Context: an optimization exercise on an open-source flow, tuned for small area, a short achievable clock period and few clock cycles per item. The choices shown serve that exercise and are no tape-out recipe. In this exercise RTL edits were held to simulation tests only and were not proved equivalent to the original. Power is estimated from default activity; no workload was simulated.

==> flow/design.v, too long to show whole: its modules and the start of the top module <==
// module flow_hash: 1481 lines
module flow_hash (
    input  wire         clk,
    input  wire         rst,         
    input  wire         in_valid,
    output wire         in_ready,
    input  wire [1:0]   in_op,       
    input  wire [3:0]   in_len,      
    input  wire         in_frag,     
    input  wire [31:0]  in_seed,
    input  wire [511:0] in_words,    
    output wire         out_valid,
    input  wire         out_ready,
    output wire [31:0]  out_hash
);
  // ...
==> flow/flow/run.sh <==
#!/bin/bash
# Own layout flow: the standard layout (standard.sh: ORFS synthesis to
# final layout, unchanged), except that the port buffers that global
# placement inserts on every input and output are the platform's smallest
# plain buffer (buf_1) instead of the clkdlybuf4s50_1 delay cell that
# buffer_ports picks by default.  Repair may still resize them.
set -euo pipefail
export BUFFER_PORTS_ARGS="-buffer_cell sky130_fd_sc_hd__buf_1"
bash standard.sh finish > standard_flow.log 2>&1
==> flow/standard.sh <==
#!/bin/bash
# synth_recipe.tcl (not shown) runs the flow's synth.tcl, then flattens the netlist and writes it again
# the make line also repeats each setting of config.mk as NAME=value (left out here)
make -C /OpenROAD-flow-scripts/flow DESIGN_CONFIG=/design/flow/config.mk WORK_HOME=/design/flow/orfs CLKGATE_MAP_FILE= SYNTH_SCRIPT=/design/flow/synth_recipe.tcl "${@:-finish}"
==> flow/config.mk <==
export PLATFORM = sky130hd
export DESIGN_NAME = flow_hash
export DESIGN_NICKNAME = flow_hash
export VERILOG_FILES = /design/flow/design.v
export SDC_FILE = /design/flow/constraint.sdc
export NUM_CORES = 4
export LEC_CHECK = 0
export CAP_MARGIN = 0
export CORE_MARGIN = 2
export CORE_UTILIZATION = 40
export SETUP_SLACK_MARGIN = 3.5
export SLEW_MARGIN = 0
export TNS_END_PERCENT = 100
==> flow/constraint.sdc <==
create_clock -name core_clock -period 8.0 [get_ports {clk}]
set_input_delay 1.6000 -clock core_clock [delete_from_list [all_inputs] [get_ports {clk}]]
set_output_delay 1.6000 -clock core_clock [all_outputs]
set_load 0.01 [all_outputs]
==> results by group, run 1 <==
Outcome
  – Outcome: timing/DRC/antenna clean

Layout
  – N_diodes: 7
  – FF/Latch Area: 3180 um2
  – Dominant class by area: multi-input gates
  – Clock-cell share: 1.16%
  – Inverters: 234
  – Post-Layout Cell Count: 4060
  – Share of layout cells above drive strength 1: 10.4%
  – Most frequent cells in the layout: buf_1 (537), xnor2_1 (299), xor2_1 (292)

Global route
  – Met3 Usage GRT: 6.13%
  – Number of global-route vias before repair: 22180
  – Pin count of the biggest net entering global routing: 76

Setup path
  – R2R Setup Slk: 3640 ps
  – Crit path capture: g1[14]
  – Top Family by Delay on Critical Path: simple AND/OR/NAND/NOR gates
  – Crit Reg-Reg Endpoint: y2[28]
  – Worst path bufs/invs: 5
  – CP startpoint: in_words[255]

Route
  – Detailed Route Iter0 Violations: 2585
  – WL final: 107 mm

Power and ir drop
  – Max rail drop VDD: 0.559 mV
  – PwrDens: 406 nW/um2
  – Clock-net power: 475 uW

Clock tree
  – Clk Tree Root Cell: clkbuf_16

Synthesis
  – Mapped Cells: 2760
  – Area contributors post-synth: edfxtp_1 (14%), ha_1 (13%), xnor2_1 (12%)
  – Synth Area in Adders: 18.4%
  – Post-synth ARST share: 0%
  – Cell accounting for the most synthesized area: edfxtp_1
  – Commonest cells in the netlist: xnor2_1 (311), xor2_1 (299), nor2_1 (293)
  – Synth Area in Simple Gates: 12.9%

Timing
  – Setup repair after global routing missed its margin: yes
  – Setup TNS: 0 ps
  – Min Hold Slack: 484 ps
  – Final setup viols: 0
  – Fin crit share: 56.9%
  – Slew HR: 30.2%

Hold path
  – Hold depth: 2
  – Hold crit path type: flop to flop

Place
  – Port bufs: 588
Testbench counts, summed over its fixed seeds: cycles 9,624, items 9,600.
==> run 2, diff against run 1 <==
--- a/flow/config.mk
+++ b/flow/config.mk
@@ -6,6 +6,8 @@
 export NUM_CORES = 4
 export LEC_CHECK = 0
 export CAP_MARGIN = 0
+export CELL_PAD_IN_SITES_DETAIL_PLACEMENT = 0
+export CELL_PAD_IN_SITES_GLOBAL_PLACEMENT = 0
 export CORE_MARGIN = 2
 export CORE_UTILIZATION = 40
 export SETUP_SLACK_MARGIN = 3.5
==> run 2 against run 1 <==
Die area unchanged. Sequential share of layout area unchanged. Synthesized area did not move. Flip-flop and latch count unchanged. Power did not move. Synthesized cell count stayed put. Final cell count stayed put. Critical path type unchanged. Utilization unchanged. Largest cell class unchanged. Routed wire length is the same. Highest routed layer unchanged. Clock power is essentially flat. Register-to-register slack hardly changed. Sequential power hardly changed.
==> results by group, run 2 <==
Synthesis
  – Commonest cells in the netlist: xnor2_1 (311), xor2_1 (299), nor2_1 (293) (unchanged)
  – Main combinational cell family by area after synthesis: XOR/XNOR gates (unchanged)
  – Area contributors post-synth: edfxtp_1 (14%), ha_1 (13%), xnor2_1 (12%) (unchanged)
  – Syn_nets: 3604 (unchanged)
  – Yosys Warn Count: 1 (unchanged)
  – Ys flop type: edfxtp_1 (unchanged)
  – Post-Synth XOR/XNOR Area: 24.2% (unchanged)
  – Yosys reg bits: 107 (unchanged)
  – Synth Area in Adders: 18.4% (unchanged)
  – Share of the synthesized area in the top cell type: 14.1% (unchanged)
  – Register area share after synthesis: 14.4% (unchanged)
  – Post-synth ARST share: 0% (unchanged)
  – Post-synthesis mux area share: 5.80% (unchanged)
  – Most common cell in the netlist: xnor2_1 (unchanged)
  – Cell accounting for the most synthesized area: edfxtp_1 (unchanged)
  – Synth Area in Simple Gates: 12.9% (unchanged)
  – Post-synthesis cell area: 22100 um2 (unchanged)
  – EDFF count, synth: 104 (unchanged)
  – Synth Area in Compound Gates: 17.9% (unchanged)
  – Mapped Cells: 2760 (unchanged)
  – Avg Inst Size Synth: 8.00 um2 (unchanged)
  – Distinct cells, synth: 69 (unchanged)

Route
  – DRC Markers: 0 (unchanged)
  – Via count: 23293 (unchanged)
  – Vias per cell: 5.74 (unchanged)
  – Detailed Route Iter0 Violations: 2585 (unchanged)
  – Drt pass-1 iters: 6 (unchanged)
  – Post-route antenna net violation count: 0 (unchanged)
  – WL final: 107 mm (unchanged)
  – Drt wl/cell: 26.3 um (unchanged)

Die
  – Die Width: 239 um (unchanged)
  – Core area: 54900 um2 (unchanged)
  – IO Count: 589 (unchanged)
  – Die Ht: 239 um (unchanged)
  – Site Rows: 86 (unchanged)
  – Total die area: 57100 um2 (unchanged)
  – Initial Util: 40.2% (unchanged)

Setup path
  – Top Family by Delay on Critical Path: simple AND/OR/NAND/NOR gates (unchanged)
  – Startpoint Class: input pin (unchanged)
  – CP Capture Type: flop (unchanged)
  – Crit path depth: 15 (unchanged)
  – Crit Path Class: input pin to flop (unchanged)
  – Critical Path RT: 8130 ps (about the same)
  – Crit path largest cell delay: 520 ps (about the same)
  – CP startpoint: in_words[255] (unchanged)
  – Crit-path max FO: 5 (unchanged)
  – Worst Path Arrival: 4680 ps (about the same)
  – R2R Setup Slk: 3640 ps (about the same)
  – Cell Chain, Critical Path: buf_1 -> inv_1 -> ha_1 -> nand4_1 -> buf_4 -> nor4_4 -> nand4_1 -> or4_4 -> nor2_4 -> nor3b_4 -> buf_12 -> clkbuf_16 -> mux2i_1 -> mux2i_1 -> xnor2_1 (unchanged)
  – Crit Reg-Reg Endpoint: y2[28] (unchanged)
  – Slowest CP cell: or4_4 (unchanged)
  – Crit Reg-Reg Startpoint: rl1[2] (unchanged)
  – Worst path bufs/invs: 5 (unchanged)
  – Crit path capture: g1[14] (unchanged)
  – Worst r2r path cells: 18 (unchanged)

Layout
  – Layout area overhead: 22.4% (unchanged)
  – Final Util: 49.3% (unchanged)
  – Footprint of the multi-input gates: 18500 um2 (unchanged)
  – Nets: 4188 (unchanged)
  – FF/Latch Area: 3180 um2 (unchanged)
  – Largest registers: g1 (32), res (32), y2 (32) (unchanged)
  – Most common cell after layout, fill and taps aside: buf_1 (unchanged)
  – Share of layout cells above drive strength 1: 10.4% (unchanged)
  – Most frequent cells in the layout: buf_1 (537), xnor2_1 (299), xor2_1 (292) (unchanged)
  – FILL cells: 5487 (unchanged)

Clock tree
  – Num CTS Buffers: 9 (unchanged)
  – Clk Tree Root Cell: clkbuf_16 (unchanged)
  – Worst skew pair latency: 380 ps (about the same)
  – Num Clock Sinks: 107 (unchanged)
  – Worst-case clock buffer depth: 2 (unchanged)
  – Post-CTS Hold Buffers: 0 (unchanged)
  – Worst-path clk slew: 90 ps (about the same)
  – H-tree levels: 3 (unchanged)
  – TritonCTS clock tree: done (unchanged)

Global route
  – First-pass GRT wire length: 148 mm (unchanged)
  – Remaining global-route overflow: 0 (unchanged)
  – Pin count of the biggest net entering global routing: 76 (unchanged)
  – Total GRT Usage: 36.1% (unchanged)
  – Antenna violations before repair: 13 (unchanged)
  – Number of global-route vias before repair: 22180 (unchanged)

Timing
  – Worst slew pin tran: 1050 ps (unchanged)
  – Slew HR: 30.2% (unchanged)
  – Hold Vio Cnt, Final: 0 (unchanged)
  – Clock skew: 20.2 ps (unchanged)
  – Max frequency: 220 MHz (unchanged)
  – Final setup viols: 0 (unchanged)
  – Crit path time final: 4550 ps (unchanged)
  – Slew Limit Fails: 0 (unchanged)
  – Fin crit share: 56.9% (unchanged)
  – Setup ws final: 3450 ps (unchanged)
  – Setup repair after global routing missed its margin: yes (unchanged)
  – Setup TNS: 0 ps (unchanged)

Place
  – Pre-CTS setup slack: 2110 ps (unchanged)
  – Port bufs: 588 (unchanged)
  – Routability cong.: 1.03 (unchanged)
  – DP Wirelength: 90.0 mm (unchanged)

Power and ir drop
  – PwrDens: 406 nW/um2 (unchanged)
  – Leak: 11.6 nW (unchanged)
  – Max rail drop VDD: 0.559 mV (unchanged)

Job
  – Maxcap violations: 0 (unchanged)

Outcome
  – Outcome: timing/DRC/antenna clean (unchanged)

Hold path
  – Hold crit path type: flop to flop (unchanged)
-- run 2: cells by family after synthesis --
group / after synthesis
buffers and inverters: 351
AND/OR/NAND/NOR: 685
AO/OA/AOI/OAI: 592
multiplexers: 126
flip-flops: 107
XOR/XNOR: 610
adder cells (fa/ha/maj): 289
-- run 2: layout make-up --
class,instances,area share [%]
Multi-Input combinational cell,2308,68.4
Clock buffer,9,0.833
Inverter,234,3.27
Clock inverter,7,0.329
Sequential cell,107,11.8
Tap cell,704,3.26
Timing Repair Buffer,684,12.1
Antenna cell,7,0.0648
-- run 2: timing repair --
action / 4_1_cts / 5_1_grt
pin swaps: 14 / 48
buffers inserted: 17 / 38
cloned: 6 / 10
setup endpoints to repair: 48 / 47
gates resized for setup: 78 / 165
-- run 2: power by group --
part / switching, mW / internal (mW) / total (mW)
Sequential: 0.274 / 1.43 / 1.71
Combinational: 5.03 / 3.76 / 8.79
Clock: 0.248 / 0.227 / 0.475
-- run 2: worst min-delay path by stage --
| stage | start | cells past startpoint | end |
|---|---|---|---|
| global route | v2 | 2 | ov |
| finish | v2 | 2 | ov |
| detailed placement | v2 | 2 | ov |
| CTS | v2 | 2 | ov |
| floorplan | v2 | 2 | ov |
| global placement | v2 | 2 | ov |
-- run 2: worst min-delay path, delay by kind of cell (launching register included) --
family | cells | cell delay [ps]
flops | 1 | 340
simple gates | 2 | 120
-- run 2: layer usage --
metal  vias to the layer above  wire length (um)  global-route usage [%]
li1                      10656                 -                       -
met1                     10989             41000                    44.1
met2                      1324             48800                    59.2
met3                       316              9220                    6.13
met4                         8              7880                    21.8
met5                         -                39                       0
-- run 2: stage by stage --
step / total power, mW / instance area [um2] / hold slack [ps] / instances
floorplan: 7.74 / 22300 / 440 / 2760
detailed placement: 10.1 / 25000 / 465 / 3966
global placement: 10.0 / 25000 / 453 / 3966
finish: 11.0 / 27000 / 484 / 4060
CTS: 10.7 / 25800 / 487 / 4005
global route: 12.0 / 27000 / 517 / 4054
==> run 3, diff against run 2 <==
==> flow/config.mk (replaced) <==
export PLATFORM = sky130hd
export DESIGN_NAME = flow_hash
export DESIGN_NICKNAME = flow_hash
export VERILOG_FILES = /design/flow/design.v
export SDC_FILE = /design/flow/constraint.sdc
export NUM_CORES = 4
export LEC_CHECK = 0
export CAP_MARGIN = 0
export CORE_MARGIN = 2
export CORE_UTILIZATION = 40
export GPL_ROUTABILITY_DRIVEN = 0
export SETUP_SLACK_MARGIN = 3.3
export SLEW_MARGIN = 0
export TNS_END_PERCENT = 100
==> run 3 against run 2 <==
Still clean. Critical path depth is 1 lower. Clock skew is 3.5 ps higher. First-iteration DRC count is 4.6% lower. Sequential share of layout area is 0.54 points higher. Critical path type unchanged.
==> results by group, run 3 <==
Clock tree
  – Worst-path clk slew: 100 ps (was 90 ps)
  – Num CTS Buffers: 9 (unchanged)
  – Worst-case clock buffer depth: 2 (unchanged)
  – Num Clock Sinks: 107 (unchanged)
  – TritonCTS clock tree: done (unchanged)
  – H-tree levels: 3 (unchanged)
  – Clk Tree Root Cell: clkbuf_16 (unchanged)
  – Worst skew pair latency: 370 ps (was 380 ps)

Layout
  – FILL cells: 5705 (was 5487)
  – Most common cell after layout, fill and taps aside: buf_1 (unchanged)
  – Largest registers: g1 (32), res (32), y2 (32) (unchanged)
  – FF/Latch Area: 3180 um2 (unchanged)
  – Nets: 4136 (was 4188)
  – Most frequent cells in the layout: buf_1 (580), xnor2_1 (311), xor2_1 (295) (was buf_1 (537), xnor2_1 (299), xor2_1 (292))
  – Footprint of the multi-input gates: 17800 um2 (was 18500 um2)
  – Final Util: 47.1% (was 49.3%)
  – Share of layout cells above drive strength 1: 4.49% (was 10.4%)
  – Layout area overhead: 17.0% (was 22.4%)
  – Post-route cell area: 25800 um2 (was 27000 um2)

Place
  – Port bufs: 588 (unchanged)
  – DP Wirelength: 87.4 mm (was 90.0 mm)
  – Placed cell area: 25000 um2 (about the same)

Synthesis
  – Cell accounting for the most synthesized area: edfxtp_1 (unchanged)
  – EDFF count, synth: 104 (unchanged)
  – Post-synthesis cell area: 22100 um2 (unchanged)
  – Distinct cells, synth: 69 (unchanged)
  – Mapped Cells: 2760 (unchanged)
  – Avg Inst Size Synth: 8.00 um2 (unchanged)
  – Commonest cells in the netlist: xnor2_1 (311), xor2_1 (299), nor2_1 (293) (unchanged)
  – Share of the synthesized area in the top cell type: 14.1% (unchanged)
  – Syn_nets: 3604 (unchanged)
  – Post-synth ARST share: 0% (unchanged)
  – Most common cell in the netlist: xnor2_1 (unchanged)
  – Ys flop type: edfxtp_1 (unchanged)
  – Yosys Warn Count: 1 (unchanged)
  – Yosys reg bits: 107 (unchanged)
  – Register area share after synthesis: 14.4% (unchanged)
  – Area contributors post-synth: edfxtp_1 (14%), ha_1 (13%), xnor2_1 (12%) (unchanged)

Die
  – Initial Util: 40.2% (unchanged)
  – Die Width: 239 um (unchanged)
  – Total die area: 57100 um2 (unchanged)
  – Die Ht: 239 um (unchanged)
  – Core area: 54900 um2 (unchanged)
  – Site Rows: 86 (unchanged)
  – IO Count: 589 (unchanged)

Setup path
  – Crit Path Class: input pin to flop (unchanged)
  – Critical Path RT: 8100 ps (was 8130 ps)
  – Startpoint Class: input pin (unchanged)
  – Crit Reg-Reg Startpoint: rl1[1] (was rl1[2])
  – CP startpoint: in_words[92] (was in_words[255])
  – Crit-path max FO: 17 (was 5)
  – CP Capture Type: flop (unchanged)
  – Worst Path Arrival: 4950 ps (was 4680 ps)

Power and ir drop
  – Switching pwr: 5.35 mW (was 5.56 mW)
  – PwrDens: 410 nW/um2 (was 406 nW/um2)
  – Pint: 5.26 mW (was 5.42 mW)
  – Logic pwr share: 79.5% (was 80.1%)
  – Overall Power: 10.6 mW (was 11.0 mW)
  – Max rail drop VDD: 0.503 mV (was 0.559 mV)
  – Seq pwr share: 15.9% (was 15.6%)
  – Clk pwr share: 4.6% (was 4.3%)
  – Switch share: 50.4% (was 50.6%)
  – Leak: 11.1 nW (was 11.6 nW)

Global route
  – Antenna violations before repair: 15 (was 13)
  – Remaining global-route overflow: 0 (unchanged)
  – Total GRT Usage: 34.4% (was 36.1%)
  – Number of global-route vias before repair: 21306 (was 22180)
  – First-pass GRT wire length: 142 mm (was 148 mm)
  – Pin count of the biggest net entering global routing: 62 (was 76)

Timing
  – Max frequency: 207 MHz (was 220 MHz)
  – Clock skew: 23.6 ps (was 20.2 ps)
  – Fin crit share: 60.5% (was 56.9%)
  – Crit path time final: 4840 ps (was 4550 ps)
  – Worst slew pin tran: 938 ps (was 1050 ps)
  – Setup TNS: 0 ps (unchanged)
  – Slew HR: 37.1% (was 30.2%)
  – Hold Vio Cnt, Final: 0 (unchanged)
  – Setup repair after global routing missed its margin: yes (unchanged)
  – Min Hold Slack: 485 ps (was 484 ps)
  – Final setup viols: 0 (unchanged)
  – Slew Limit Fails: 0 (unchanged)

Route
  – Vias per cell: 5.73 (was 5.74)
  – DRC Markers: 0 (unchanged)
  – Post-route antenna net violation count: 0 (unchanged)
  – WL final: 102 mm (was 107 mm)
  – Drt wl/cell: 25.5 um (was 26.3 um)
  – Drt pass-1 iters: 6 (unchanged)
  – Via count: 22979 (was 23293)
  – Detailed Route Iter0 Violations: 2465 (was 2585)

Job
  – Maxcap violations: 0 (unchanged)

Outcome
  – Outcome: timing/DRC/antenna clean (unchanged)

Hold path
  – Hold_sp: v2 (unchanged)
  – Hold crit path type: flop to flop (unchanged)
==> run 3: worst max-delay path, stage by stage <==
cell and delay (ps):
buf_1 420, ha_1 230, nand4_1 280, nor4_2 600, nand2_1 150, nor3_1 160, o21ai_0 110, a31oi_1 440
nor3b_4 100, buf_12 160, clkbuf_16 190, mux2i_1 230, mux2i_1 120, xnor2_1 140
==> run 3: final timing paths <==
kind,to,slack (ps),cells after the start
worst max-delay path,g1[19],3160,14
worst min register to register,ov,490,2
worst max register to register,y2[28],3420,17
worst min-delay path,ov,490,2
==> run 3: through the flow <==
stage,setup slack [ps],instances
after floorplan,3300,2760
after global placement,2090,3968
after detailed placement,2090,3968
after CTS,3300,3991
after global routing,3240,4001
final,3160,4012
==> run 3: per-layer routing <==
layer	GRT usage [%]	vias to the layer above	wire length, um
li1	-	10545	-
met1	42.6	10679	38900
met2	55.6	1418	45800
met3	6.27	333	10100
met4	20.7	4	7630
met5	0	-	27
==> run 3: kinds of logic (layout without fill, tap and decap cells) <==
group / Yosys count / count (layout) / share of synthesized area, %
fa+ha+maj: 289 / 289 / 18.4
flops: 107 / 107 / 14.4
compound gates: 592 / 592 / 17.9
buf+inv: 351 / 888 / 6.37
xor+xnor: 610 / 610 / 24.2
other cells: 0 / 11 / 0
simple gates: 685 / 685 / 12.9
mux: 126 / 126 / 5.80
==> run 3: repair_timing <==
| item | 4_1_cts | 5_1_grt |
|---|---|---|
| endpoints found under the hold margin | 0 | 0 |
| resized for setup | 16 | 48 |
| gates cloned | 1 | 4 |
| pin swaps | 4 | 10 |
| hold buffers | 0 | 0 |
| setup endpoints to repair | 48 | 44 |
| setup buffers | 6 | 6 |
==> run 3: power groups by stage <==
stage	combinational (mW)	sequential (mW)	clock (mW)
6_report	8.43	1.69	0.491
5_1_grt	9.33	1.71	0.518
4_1_cts	8.30	1.69	0.504
3_5_place_dp	8.22	1.70	0
3_3_place_gp	8.15	1.70	0
2_1_floorplan	6.13	1.59	0
==> run 3: final cells by class <==
type                    count  area share (%)
diodes                     11           0.107
flip-flops and latches    107            12.3
multi-input cells        2302            69.0
inverters                 234            3.41
repair inverters            1          0.0194
repair buffers            637            10.5
clock buffers               9           0.871
well taps                 704            3.41
clock inverters             7           0.368
==> run 4, diff against run 3 <==
--- a/flow/config.mk
+++ b/flow/config.mk
@@ -9,6 +9,6 @@
 export CORE_MARGIN = 2
 export CORE_UTILIZATION = 40
 export GPL_ROUTABILITY_DRIVEN = 0
-export SETUP_SLACK_MARGIN = 3.3
+export SETUP_SLACK_MARGIN = 3.4
 export SLEW_MARGIN = 0
 export TNS_END_PERCENT = 100
==> run 4 against run 3 <==
Still clean on timing, DRC and antenna. Combinational power is 2.8% higher. Final cell count is 0.45% higher. Sequential share of layout area is 0.21 points lower. Global-route usage is 0.42 points higher. Setup slack better by 170 ps. Sequential power hardly changed. Synthesized cell count stayed put. Critical endpoint is now g1[16].
==> results by group, run 4 <==
Clock tree
  – Worst-path clk slew: 90 ps (was 100 ps)
  – Num Clock Sinks: 107 (unchanged)
  – Post-CTS Hold Buffers: 0 (unchanged)
  – Num CTS Buffers: 9 (unchanged)
  – Clk Tree Root Cell: clkbuf_16 (unchanged)
  – TritonCTS clock tree: done (unchanged)
  – Worst-case clock buffer depth: 2 (unchanged)
  – H-tree levels: 3 (unchanged)
  – Worst skew pair latency: 370 ps (about the same)

Synthesis
  – Syn_nets: 3604 (unchanged)
  – Synth Area in Compound Gates: 17.9% (unchanged)
  – Cell accounting for the most synthesized area: edfxtp_1 (unchanged)
  – Post-synthesis cell area: 22100 um2 (unchanged)
  – Register area share after synthesis: 14.4% (unchanged)
  – Distinct cells, synth: 69 (unchanged)
  – Most common cell in the netlist: xnor2_1 (unchanged)
  – Mapped Cells: 2760 (unchanged)
  – EDFF count, synth: 104 (unchanged)
  – Post-Synth XOR/XNOR Area: 24.2% (unchanged)
  – Ys flop type: edfxtp_1 (unchanged)
  – Post-synth ARST share: 0% (unchanged)
  – Yosys reg bits: 107 (unchanged)
  – Area contributors post-synth: edfxtp_1 (14%), ha_1 (13%), xnor2_1 (12%) (unchanged)
  – Commonest cells in the netlist: xnor2_1 (311), xor2_1 (299), nor2_1 (293) (unchanged)
  – Avg Inst Size Synth: 8.00 um2 (unchanged)
  – Synth Area in Simple Gates: 12.9% (unchanged)
  – Main combinational cell family by area after synthesis: XOR/XNOR gates (unchanged)
  – Synth Area in Adders: 18.4% (unchanged)
  – Yosys Warn Count: 1 (unchanged)
  – Share of the synthesized area in the top cell type: 14.1% (unchanged)
  – Post-synthesis mux area share: 5.80% (unchanged)

Hold path
  – Hold crit path type: flop to flop (unchanged)
  – Hold_sp: v2 (unchanged)

Die
  – Initial Util: 40.2% (unchanged)
  – Die Ht: 239 um (unchanged)
  – Die Width: 239 um (unchanged)
  – Total die area: 57100 um2 (unchanged)
  – IO Count: 589 (unchanged)
  – Core area: 54900 um2 (unchanged)
  – Site Rows: 86 (unchanged)

Setup path
  – Worst path bufs/invs: 4 (was 3)
  – Cell Chain, Critical Path: buf_1 -> inv_1 -> ha_1 -> a21oi_1 -> o21ai_0 -> a22oi_1 -> o211ai_1 -> o21ai_0 -> a31oi_2 -> nor3b_4 -> buf_12 -> clkbuf_16 -> mux2i_1 -> mux2i_1 -> xnor2_1 (was buf_1 -> ha_1 -> nand4_1 -> nor4_2 -> nand2_1 -> nor3_1 -> o21ai_0 -> a31oi_1 -> nor3b_4 -> buf_12 -> clkbuf_16 -> mux2i_1 -> mux2i_1 -> xnor2_1)
  – Crit Reg-Reg Startpoint: rl1[0] (was rl1[1])
  – Top Family by Delay on Critical Path: compound AO/OA/AOI/OAI gates (was simple AND/OR/NAND/NOR gates)
  – R2R Setup Slk: 3610 ps (was 3420 ps)
  – Crit path capture: g1[16] (was g1[19])
  – Worst Path Arrival: 4780 ps (was 4950 ps)
  – Crit path largest cell delay: 400 ps (was 600 ps)
  – CP Capture Type: flop (unchanged)
  – Crit Reg-Reg Endpoint: y2[31] (was y2[28])
  – Critical Path RT: 8110 ps (was 8100 ps)
  – Crit-path max FO: 9 (was 17)
  – Worst r2r path cells: 18 (was 17)
  – Startpoint Class: input pin (unchanged)
  – Slowest CP cell: a22oi_1 (was nor4_2)
  – Crit Path Class: input pin to flop (unchanged)
  – CP startpoint: in_words[241] (was in_words[92])
  – Crit path depth: 15 (was 14)

Outcome
  – Outcome: timing/DRC/antenna clean (unchanged)

Timing
  – Slew HR: 33.2% (was 37.1%)
  – Worst slew pin tran: 999 ps (was 938 ps)
  – Hold Vio Cnt, Final: 0 (unchanged)
  – Final setup viols: 0 (unchanged)
  – Slew Limit Fails: 0 (unchanged)
  – Max frequency: 214 MHz (was 207 MHz)
  – Fin crit share: 58.5% (was 60.5%)
  – Clock skew: 16.9 ps (was 23.6 ps)
  – Setup ws final: 3320 ps (was 3160 ps)
  – Setup repair after global routing missed its margin: yes (unchanged)
  – Crit path time final: 4680 ps (was 4840 ps)
  – Setup TNS: 0 ps (unchanged)

Global route
  – Total GRT Usage: 34.8% (was 34.4%)
  – Number of global-route vias before repair: 21244 (was 21306)
  – Remaining global-route overflow: 0 (unchanged)
  – First-pass GRT wire length: 144 mm (was 142 mm)
  – Antenna violations before repair: 9 (was 15)
  – Pin count of the biggest net entering global routing: 61 (was 62)

Route
  – DRC Markers: 0 (unchanged)
  – Drt pass-1 iters: 7 (was 6)
  – Vias per cell: 5.72 (was 5.73)
  – Drt wl/cell: 25.7 um (was 25.5 um)
  – Detailed Route Iter0 Violations: 2336 (was 2465)
  – Post-route antenna net violation count: 0 (unchanged)
  – WL final: 104 mm (was 102 mm)
  – Via count: 23071 (was 22979)

Place
  – Port bufs: 588 (unchanged)
  – DP Wirelength: 86.6 mm (was 87.4 mm)
  – Pre-CTS setup slack: 2100 ps (was 2090 ps)

Layout
  – Share of layout cells above drive strength 1: 6.87% (was 4.49%)
  – Most frequent cells in the layout: buf_1 (563), xnor2_1 (307), xor2_1 (292) (was buf_1 (580), xnor2_1 (311), xor2_1 (295))
  – Most common cell after layout, fill and taps aside: buf_1 (unchanged)
  – Layout area overhead: 19.1% (was 17.0%)
  – Nets: 4159 (was 4136)
  – Largest registers: g1 (32), res (32), y2 (32) (unchanged)

Power and ir drop
  – Clk pwr share: 4.5% (was 4.6%)
  – Logic pwr share: 79.8% (was 79.5%)
  – PwrDens: 413 nW/um2 (was 410 nW/um2)
  – Seq pwr share: 15.6% (was 15.9%)
  – Switch share: 50.6% (was 50.4%)
  – Leak: 11.3 nW (was 11.1 nW)
  – Max rail drop VDD: 0.489 mV (was 0.503 mV)
  – Switching pwr: 5.49 mW (was 5.35 mW)
  – Pint: 5.37 mW (was 5.26 mW)

Job
  – Maxcap violations: 0 (unchanged)
## run 4: cell counts after synthesis
Identical to the previous run, type by type.
## run 4: stage by stage
step / std cells / util, % / total power [mW] / area, um2 / hold slack, ps
2_1_floorplan: 2760 / - / 7.73 / 22300 / 440
3_3_place_gp: 3965 / 45.5 / 9.89 / 25000 / 461
3_5_place_dp: 3965 / 45.5 / 10.0 / 25000 / 462
4_1_cts: 4001 / 46.7 / 10.6 / 25600 / 481
5_1_grt: 4024 / 47.9 / 11.8 / 26300 / 531
6_report: 4030 / 47.9 / 10.9 / 26300 / 474
## run 4: final cells by class
cell class	count	area, um2
sequential	107	3180
fill	5545	28600
multi-input combinational	2305	18100
inverter	234	883
timing repair buffer	658	2950
clock inverter	7	90.1
tap	704	881
clock buffer	9	225
antenna	6	15.0
## run 4: cell families (layout without fill, tap and decap cells)
kind of cell / after synthesis / after routing
AND/OR/NAND/NOR: 685 / 686
flip-flops: 107 / 107
AO/OA/AOI/OAI: 592 / 594
buffers and inverters: 351 / 908
XOR/XNOR: 610 / 610
adder cells (fa/ha/maj): 289 / 289
other: 0 / 6
multiplexers: 126 / 126
## run 4: how the worst min path moves through the flow
stage,slack [ps],to,cells past startpoint
final,470,ov,2
after global routing,530,ov,2
after CTS,480,ov,2
after detailed placement,460,ov,2
after global placement,460,ov,2
after floorplan,440,ov,2
## run 4: layer usage
layer	wire [um]	GRT usage (%)	share of wire [%]	up-vias
met5	28	0	0.027	-
met3	9350	5.89	9.0	347
li1	-	-	-	10595
met4	7840	19.5	7.6	4
met2	46400	57.3	45	1407
met1	39900	43.1	39	10718
## run 4: worst register-to-register path, delay by kind of cell (launching register included)
kind	cells	cell delay, ps
compound gates	9	1940
fa+ha+maj	2	850
buf+inv	3	390
simple gates	3	390
flops	1	380
xor+xnor	1	150
## run 4: power by group through the flow
stage               Sequential, mW  Clock (mW)  Combinational (mW)
finish                        1.70       0.493                8.67
global route                  1.72       0.517                9.60
CTS                           1.69       0.502                8.44
detailed placement            1.71           0                8.29
global placement              1.71           0                8.18
floorplan                     1.59           0                6.13
## run 4: what timing repair did
item	in CTS	in global routing
setup endpoints to repair	49	47
cloned	3	7
buffers inserted	17	16
gates resized for setup	34	87
pin swaps	9	18
==> run 5, diff against run 4 <==
--- a/flow/config.mk
+++ b/flow/config.mk
@@ -9,6 +9,6 @@
 export CORE_MARGIN = 2
 export CORE_UTILIZATION = 40
 export GPL_ROUTABILITY_DRIVEN = 0
-export SETUP_SLACK_MARGIN = 3.4
+export SETUP_SLACK_MARGIN = 3.6
 export SLEW_MARGIN = 0
 export TNS_END_PERCENT = 100
==> run 5 against run 4 <==
Still clean. Sequential power hardly changed. Utilization is 2.3 points higher. Worst hold slack better by 18 ps. Fmax hardly changed. Power is 3.3% higher. Flip-flop and latch count stayed put. Routed wire length is 2.2% higher. Design area is 4.8% higher. Sequential share of layout area is 0.56 points lower.
==> results by group, run 5 <==
Setup path
  – Crit Path Class: input pin to flop (unchanged)
  – Crit Reg-Reg Endpoint: y2[31] (unchanged)
  – Startpoint Class: input pin (unchanged)
  – CP Capture Type: flop (unchanged)
  – Crit path largest cell delay: 530 ps (was 400 ps)
  – Critical Path RT: 8110 ps (about the same)
  – Slowest CP cell: or4_4 (was a22oi_1)
  – Worst Path Arrival: 4780 ps (about the same)
  – R2R Setup Slk: 3650 ps (was 3610 ps)
  – CP startpoint: in_words[248] (was in_words[241])
  – Cell Chain, Critical Path: buf_1 -> inv_1 -> ha_1 -> nand4_1 -> nor4_4 -> nand4_1 -> or4_4 -> nor2_4 -> nor3b_4 -> buf_6 -> buf_12 -> buf_16 -> mux2i_1 -> mux2i_1 -> xnor2_1 (was buf_1 -> inv_1 -> ha_1 -> a21oi_1 -> o21ai_0 -> a22oi_1 -> o211ai_1 -> o21ai_0 -> a31oi_2 -> nor3b_4 -> buf_12 -> clkbuf_16 -> mux2i_1 -> mux2i_1 -> xnor2_1)
  – Crit Reg-Reg Startpoint: rl1[1] (was rl1[0])
  – Worst r2r path cells: 19 (was 18)
  – Crit-path max FO: 8 (was 9)

Clock tree
  – Worst-case clock buffer depth: 2 (unchanged)
  – Num CTS Buffers: 9 (unchanged)
  – Clk Tree Root Cell: clkbuf_16 (unchanged)
  – H-tree levels: 3 (unchanged)
  – Worst skew pair latency: 370 ps (about the same)
  – Worst-path clk slew: 90 ps (about the same)
  – Post-CTS Hold Buffers: 0 (unchanged)
  – TritonCTS clock tree: done (unchanged)
  – Num Clock Sinks: 107 (unchanged)

Synthesis
  – Ys flop type: edfxtp_1 (unchanged)
  – Mapped Cells: 2760 (unchanged)
  – Share of the synthesized area in the top cell type: 14.1% (unchanged)
  – Area contributors post-synth: edfxtp_1 (14%), ha_1 (13%), xnor2_1 (12%) (unchanged)
  – Post-synthesis cell area: 22100 um2 (unchanged)
  – Commonest cells in the netlist: xnor2_1 (311), xor2_1 (299), nor2_1 (293) (unchanged)
  – Yosys reg bits: 107 (unchanged)
  – Most common cell in the netlist: xnor2_1 (unchanged)
  – Syn_nets: 3604 (unchanged)
  – EDFF count, synth: 104 (unchanged)
  – Yosys Warn Count: 1 (unchanged)
  – Distinct cells, synth: 69 (unchanged)
  – Avg Inst Size Synth: 8.00 um2 (unchanged)
  – Post-synth ARST share: 0% (unchanged)
  – Cell accounting for the most synthesized area: edfxtp_1 (unchanged)
  – Register area share after synthesis: 14.4% (unchanged)

Timing
  – Hold Vio Cnt, Final: 0 (unchanged)
  – Setup TNS: 0 ps (unchanged)
  – Crit path time final: 4680 ps (about the same)
  – Min Hold Slack: 491 ps (was 474 ps)
  – Slew HR: 26.8% (was 33.2%)
  – Setup repair after global routing missed its margin: yes (unchanged)
  – Clock skew: 15.3 ps (was 16.9 ps)
  – Slew Limit Fails: 0 (unchanged)
  – Worst slew pin tran: 1100 ps (was 999 ps)
  – Fin crit share: 58.5% (about the same)
  – Max frequency: 214 MHz (about the same)
  – Final setup viols: 0 (unchanged)

Die
  – Initial Util: 40.2% (unchanged)
  – Core area: 54900 um2 (unchanged)
  – Site Rows: 86 (unchanged)
  – Total die area: 57100 um2 (unchanged)
  – Die Ht: 239 um (unchanged)
  – Die Width: 239 um (unchanged)
  – IO Count: 589 (unchanged)

Power and ir drop
  – Switch share: 50.2% (was 50.6%)
  – Max rail drop VDD: 0.502 mV (was 0.489 mV)
  – Logic pwr share: 80.4% (was 79.8%)
  – Seq pwr share: 15.3% (was 15.6%)
  – Clk pwr share: 4.2% (was 4.5%)
  – PwrDens: 407 nW/um2 (was 413 nW/um2)
  – Leak: 11.8 nW (was 11.3 nW)
  – Overall Power: 11.2 mW (was 10.9 mW)
  – Switching pwr: 5.63 mW (was 5.49 mW)
  – Pint: 5.59 mW (was 5.37 mW)

Route
  – Via count: 23688 (was 23071)
  – Detailed Route Iter0 Violations: 2705 (was 2336)
  – Drt wl/cell: 25.8 um (was 25.7 um)
  – DRC Markers: 0 (unchanged)
  – Drt pass-1 iters: 6 (was 7)
  – Post-route antenna net violation count: 0 (unchanged)
  – Vias per cell: 5.77 (was 5.72)
  – WL final: 106 mm (was 104 mm)

Layout
  – FILL cells: 5389 (was 5545)
  – FF/Latch Area: 3180 um2 (unchanged)
  – Post-Layout Cell Count: 4106 (was 4030)
  – Most frequent cells in the layout: buf_1 (565), xnor2_1 (306), xor2_1 (290) (was buf_1 (563), xnor2_1 (307), xor2_1 (292))
  – Footprint of the multi-input gates: 18600 um2 (was 18100 um2)
  – Post-route cell area: 27600 um2 (was 26300 um2)
  – Share of layout cells above drive strength 1: 11.5% (was 6.87%)
  – Nets: 4237 (was 4159)
  – Largest registers: g1 (32), res (32), y2 (32) (unchanged)
  – Most common cell after layout, fill and taps aside: buf_1 (unchanged)
  – Layout area overhead: 24.8% (was 19.1%)

Place
  – Post-Place Cells: 3965 (unchanged)
  – DP Wirelength: 86.2 mm (was 86.6 mm)
  – Port bufs: 588 (unchanged)
  – Placed cell area: 25000 um2 (about the same)

Global route
  – Number of global-route vias before repair: 22077 (was 21244)
  – Remaining global-route overflow: 0 (unchanged)
  – Pin count of the biggest net entering global routing: 66 (was 61)
  – First-pass GRT wire length: 148 mm (was 144 mm)
  – Antenna violations before repair: 11 (was 9)
  – Total GRT Usage: 35.9% (was 34.8%)

Job
  – Maxcap violations: 0 (unchanged)

Hold path
  – Hold_sp: v2 (unchanged)
  – Hold crit path type: flop to flop (unchanged)
  – Hold Path Sink: ov (unchanged)
  – Hold depth: 2 (unchanged)

Outcome
  – Outcome: timing/DRC/antenna clean (unchanged)
-- run 5: cell types whose count changed in the layout (fill, tap and decap cells not counted), sizes merged --
cell | previous run | this run
buf | 633 | 725
bufinv | 1 | 0
clkbuf | 34 | 19
clkinv | 3 | 4
clkinvlp | 1 | 2
diode | 6 | 4
-- run 5: worst max-delay path: cells and delay by family --
| kind | cells | cell delay [ps] |
|---|---|---|
| AND/OR/NAND/NOR | 6 | 1880 |
| adder cells (fa/ha/maj) | 1 | 280 |
| XOR/XNOR | 1 | 140 |
| multiplexers | 2 | 300 |
| buffers and inverters | 5 | 600 |
-- run 5: worst max path at each step --
stage | end | slack, ps | cells past startpoint
final | g1[13] | 3320 | 15
after global routing | g1[29] | 3300 | 18
after floorplan | g1[23] | 3350 | 17
after detailed placement | g1[30] | 1990 | 14
after CTS | g1[30] | 3480 | 13
after global placement | g1[30] | 2020 | 14
-- run 5: routing by layer --
metal / global-route usage, % / routed length [um] / vias to the layer above
li1: - / - / 10749
met2: 57.8 / 47600 / 1542
met5: 0 / 55 / -
met1: 43.6 / 40000 / 11020
met3: 7.30 / 10100 / 367
met4: 23.0 / 8100 / 10
-- run 5: timing repair --
action,CTS,global route
pin swaps,62,79
buffers inserted,78,29
gates cloned,12,2
resized for setup,150,114
endpoints found under the setup margin,53,45
-- run 5: logic make-up (layout without fill, tap and decap cells) --
logic type	Yosys count	in the layout	share of synthesized area, %
fa+ha+maj	289	289	18.4
xor+xnor	610	610	24.2
flops	107	107	14.4
simple gates	685	686	12.9
buf+inv	351	986	6.37
compound gates	592	594	17.9
mux	126	126	5.80
other cells	0	4	0
-- run 5: power by group through the flow --
stage	Sequential (mW)	Clock (mW)	Combinational, mW
global route	1.75	0.497	9.95
finish	1.72	0.474	9.02
floorplan	1.59	0	6.16
global placement	1.71	0	8.25
CTS	1.70	0.479	8.68
detailed placement	1.71	0	8.28
-- run 5: layout make-up --
class,count,area share [%]
clock buffer,9,0.817
antenna,4,0.0363
timing repair buffer,735,13.4
inverter,234,3.21
sequential,107,11.5
tap,704,3.20
timing repair inverter,1,0.0182
clock inverter,7,0.277
multi-input combinational,2305,67.5
-- run 5: stage by stage --
step | utilization [%] | setup WS, ps
after floorplan | - | 3350
after global placement | 45.5 | 2020
after detailed placement | 45.5 | 1990
after CTS | 48.9 | 3480
after global routing | 50.2 | 3300
final | 50.2 | 3320
==> run 6, diff against run 5 <==
--- a/flow/config.mk
+++ b/flow/config.mk
@@ -9,6 +9,6 @@
 export CORE_MARGIN = 2
 export CORE_UTILIZATION = 40
 export GPL_ROUTABILITY_DRIVEN = 0
-export SETUP_SLACK_MARGIN = 3.6
+export SETUP_SLACK_MARGIN = 3.5
 export SLEW_MARGIN = 0
 export TNS_END_PERCENT = 100
==> run 6 against run 5 <==
Worst hold slack better by 0.65 ps. Sequential power down 2%. Fmax up 1.8%. Design area down 4.4%. Die area unchanged. Clock skew down 0.71 ps. Critical path depth down 1. Routed wire length down 4.0%. Still clean. Global-route usage down 1.6 points. Sequential share of layout area up 0.53 points.
==> results by group, run 6 <==
Outcome
  – Outcome: timing/DRC/antenna clean (unchanged)

Job
  – Maxcap violations: 0 (unchanged)

Die
  – Initial Util: 40.2% (unchanged)
  – Site Rows: 86 (unchanged)
  – Total die area: 57100 um2 (unchanged)
  – Die Ht: 239 um (unchanged)
  – Core area: 54900 um2 (unchanged)
  – Die Width: 239 um (unchanged)
  – IO Count: 589 (unchanged)

Place
  – Placed cell area: 25000 um2 (unchanged)
  – DP Wirelength: 85.7 mm (was 86.2 mm)
  – Port bufs: 588 (unchanged)
  – Post-Place Cells: 3966 (was 3965)

Power and ir drop
  – Max rail drop VDD: 0.403 mV (was 0.502 mV)
  – Clk pwr share: 4.6% (was 4.2%)
  – PwrDens: 405 nW/um2 (was 407 nW/um2)
  – Switching pwr: 5.34 mW (was 5.63 mW)
  – Leak: 11.3 nW (was 11.8 nW)
  – Overall Power: 10.7 mW (was 11.2 mW)
  – Switch share: 50.0% (was 50.2%)
  – Logic pwr share: 79.7% (was 80.4%)
  – Seq pwr share: 15.8% (was 15.3%)
  – Pint: 5.34 mW (was 5.59 mW)

Timing
  – Crit path time final: 4600 ps (was 4680 ps)
  – Setup repair after global routing missed its margin: yes (unchanged)
  – Final setup viols: 0 (unchanged)
  – Setup TNS: 0 ps (unchanged)
  – Worst slew pin tran: 1020 ps (was 1100 ps)
  – Slew Limit Fails: 0 (unchanged)
  – Slew HR: 31.9% (was 26.8%)
  – Fin crit share: 57.5% (was 58.5%)
  – Max frequency: 218 MHz (was 214 MHz)
  – Clock skew: 14.6 ps (was 15.3 ps)
  – Min Hold Slack: 492 ps (was 491 ps)
  – Hold Vio Cnt, Final: 0 (unchanged)

Global route
  – Pin count of the biggest net entering global routing: 60 (was 66)
  – First-pass GRT wire length: 142 mm (was 148 mm)
  – Antenna violations before repair: 10 (was 11)
  – Number of global-route vias before repair: 21619 (was 22077)
  – Total GRT Usage: 34.3% (was 35.9%)
  – Remaining global-route overflow: 0 (unchanged)

Synthesis
  – EDFF count, synth: 104 (unchanged)
  – Share of the synthesized area in the top cell type: 14.1% (unchanged)
  – Syn_nets: 3604 (unchanged)
  – Distinct cells, synth: 69 (unchanged)
  – Commonest cells in the netlist: xnor2_1 (311), xor2_1 (299), nor2_1 (293) (unchanged)
  – Mapped Cells: 2760 (unchanged)
  – Post-synthesis cell area: 22100 um2 (unchanged)
  – Register area share after synthesis: 14.4% (unchanged)
  – Most common cell in the netlist: xnor2_1 (unchanged)
  – Yosys reg bits: 107 (unchanged)
  – Avg Inst Size Synth: 8.00 um2 (unchanged)
  – Post-synth ARST share: 0% (unchanged)
  – Ys flop type: edfxtp_1 (unchanged)
  – Area contributors post-synth: edfxtp_1 (14%), ha_1 (13%), xnor2_1 (12%) (unchanged)
  – Yosys Warn Count: 1 (unchanged)
  – Cell accounting for the most synthesized area: edfxtp_1 (unchanged)

Layout
  – Most common cell after layout, fill and taps aside: buf_1 (unchanged)
  – Share of layout cells above drive strength 1: 7.27% (was 11.5%)
  – Largest registers: g1 (32), res (32), y2 (32) (unchanged)
  – Most frequent cells in the layout: buf_1 (559), xnor2_1 (299), xor2_1 (293) (was buf_1 (565), xnor2_1 (306), xor2_1 (290))
  – Post-Layout Cell Count: 4026 (was 4106)
  – Post-route cell area: 26300 um2 (was 27600 um2)
  – FF/Latch Area: 3180 um2 (unchanged)
  – Layout area overhead: 19.3% (was 24.8%)
  – Nets: 4153 (was 4237)
  – Footprint of the multi-input gates: 18200 um2 (was 18600 um2)
  – FILL cells: 5581 (was 5389)

Setup path
  – Critical Path RT: 8110 ps (about the same)
  – Worst Path Arrival: 4710 ps (was 4780 ps)
  – CP Capture Type: flop (unchanged)
  – Slowest CP cell: nor4_4 (was or4_4)
  – Crit Path Class: input pin to flop (unchanged)
  – Crit path largest cell delay: 540 ps (was 530 ps)
  – Startpoint Class: input pin (unchanged)
  – Cell Chain, Critical Path: clkbuf_2 -> inv_2 -> ha_4 -> nand4_1 -> nor4_4 -> nand4_1 -> or4_4 -> nor2_4 -> nor3b_4 -> buf_12 -> buf_12 -> mux2i_1 -> mux2i_1 -> xnor2_1 (was buf_1 -> inv_1 -> ha_1 -> nand4_1 -> nor4_4 -> nand4_1 -> or4_4 -> nor2_4 -> nor3b_4 -> buf_6 -> buf_12 -> buf_16 -> mux2i_1 -> mux2i_1 -> xnor2_1)
  – Crit-path max FO: 7 (was 8)

Route
  – Drt wl/cell: 25.2 um (was 25.8 um)
  – Via count: 22771 (was 23688)
  – DRC Markers: 0 (unchanged)
  – Detailed Route Iter0 Violations: 2438 (was 2705)
  – Drt pass-1 iters: 6 (unchanged)
  – WL final: 102 mm (was 106 mm)
  – Vias per cell: 5.66 (was 5.77)
  – Post-route antenna net violation count: 0 (unchanged)

Hold path
  – Hold crit path type: flop to flop (unchanged)

Clock tree
  – Worst-path clk slew: 80 ps (was 90 ps)
  – Clk Tree Root Cell: clkbuf_16 (unchanged)
  – Post-CTS Hold Buffers: 0 (unchanged)
  – Num CTS Buffers: 9 (unchanged)
  – H-tree levels: 3 (unchanged)
  – TritonCTS clock tree: done (unchanged)
  – Worst-case clock buffer depth: 2 (unchanged)
  – Num Clock Sinks: 107 (unchanged)
  – Worst skew pair latency: 370 ps (about the same)
==> run 6: area by class of cell <==
cell class / instances / share of cell area, %
antenna: 8 / 0.0760
multi-input combinational: 2305 / 69.0
clock buffer: 9 / 0.855
timing repair buffer: 651 / 10.9
timing repair inverter: 1 / 0.0190
tap: 704 / 3.34
clock inverter: 7 / 0.342
inverter: 234 / 3.35
sequential: 107 / 12.1
==> run 6: stage by stage <==
stage          utilization, %  setup WS (ps)
2_1_floorplan               -           3350
3_3_place_gp             45.5           1820
3_5_place_dp             45.5           1720
4_1_cts                  46.9           3480
5_1_grt                  48.0           3350
6_report                 48.0           3400
==> run 6: power groups by stage <==
| stage | Clock (mW) | Combinational, mW | Sequential, mW |
|---|---|---|---|
| final | 0.490 | 8.51 | 1.68 |
| after global routing | 0.517 | 9.49 | 1.71 |
| after CTS | 0.499 | 8.33 | 1.68 |
| after detailed placement | 0 | 8.20 | 1.69 |
| after global placement | 0 | 8.14 | 1.69 |
| after floorplan | 0 | 6.14 | 1.59 |
==> run 6: repair_timing <==
action	CTS	global route
pin swaps	8	29
endpoints found under the setup margin	49	46
cloned	5	5
setup buffers	8	18
gates resized for setup	68	81
==> run 6: critical path, delay by kind of cell <==
kind,cells,cell delay [ps]
XOR/XNOR,1,120
AND/OR/NAND/NOR,6,1850
adder cells (fa/ha/maj),1,270
buffers and inverters,4,470
multiplexers,2,390
==> run 6: path summary, 6_finish.rpt <==
kind | start | end | slack, ps | cells past startpoint
worst max-delay path | in_words[249] | g1[11] | 3400 | 14
worst min-delay path | v2 | ov | 490 | 2
worst max register to register | rl1[0] | y2[28] | 3680 | 18
worst min register to register | v2 | ov | 490 | 2
==> run 6: logic make-up after synthesis <==
logic type	share of synthesized area, %
simple gates	12.9
xor+xnor	24.2
mux	5.80
flops	14.4
compound gates	17.9
fa+ha+maj	18.4
buf+inv	6.37
==> run 6: per-layer routing <==
metal,part of all wire (%),GRT usage [%],vias up
met3,8.5,5.70,338
li1,-,-,10563
met5,0.036,0,-
met4,8.0,20.9,6
met1,39,42.1,10552
met2,45,56.2,1312

[static timing again, ports no longer ideal]
In the flow no input, the clock included, has a driving cell. The finished layouts below were timed again as built, in two steps.
Step 1, drivers: a clkbuf_16 drives clk and a buf_2 each remaining input, both assumed.
Step 2 times the ports against the registers' clock, not the clock port: input delays grow and output delays shrink by t, the midpoint of the rising clock arrivals with the driver on.
Slacks: ideal / step 1 / step 2; pairs: ideal / step 1.
run | shift t [ns] | setup WS [ns] | worst setup path at the end
run 1 | 0.424 | 3.452 / 3.285 / 2.861 | input to register
run 2 | 0.424 | 3.452 / 3.285 / 2.861 | input to register
run 3 | 0.407 | 3.158 / 3.173 / 2.765 | input to register
run 4 | 0.415 | 3.324 / 3.208 / 2.793 | input to register
run 5 | 0.422 | 3.322 / 3.275 / 2.853 | input to register
run 6 | 0.414 | 3.403 / 3.339 / 2.925 | input to register
After both steps setup and hold are still met in every run listed.
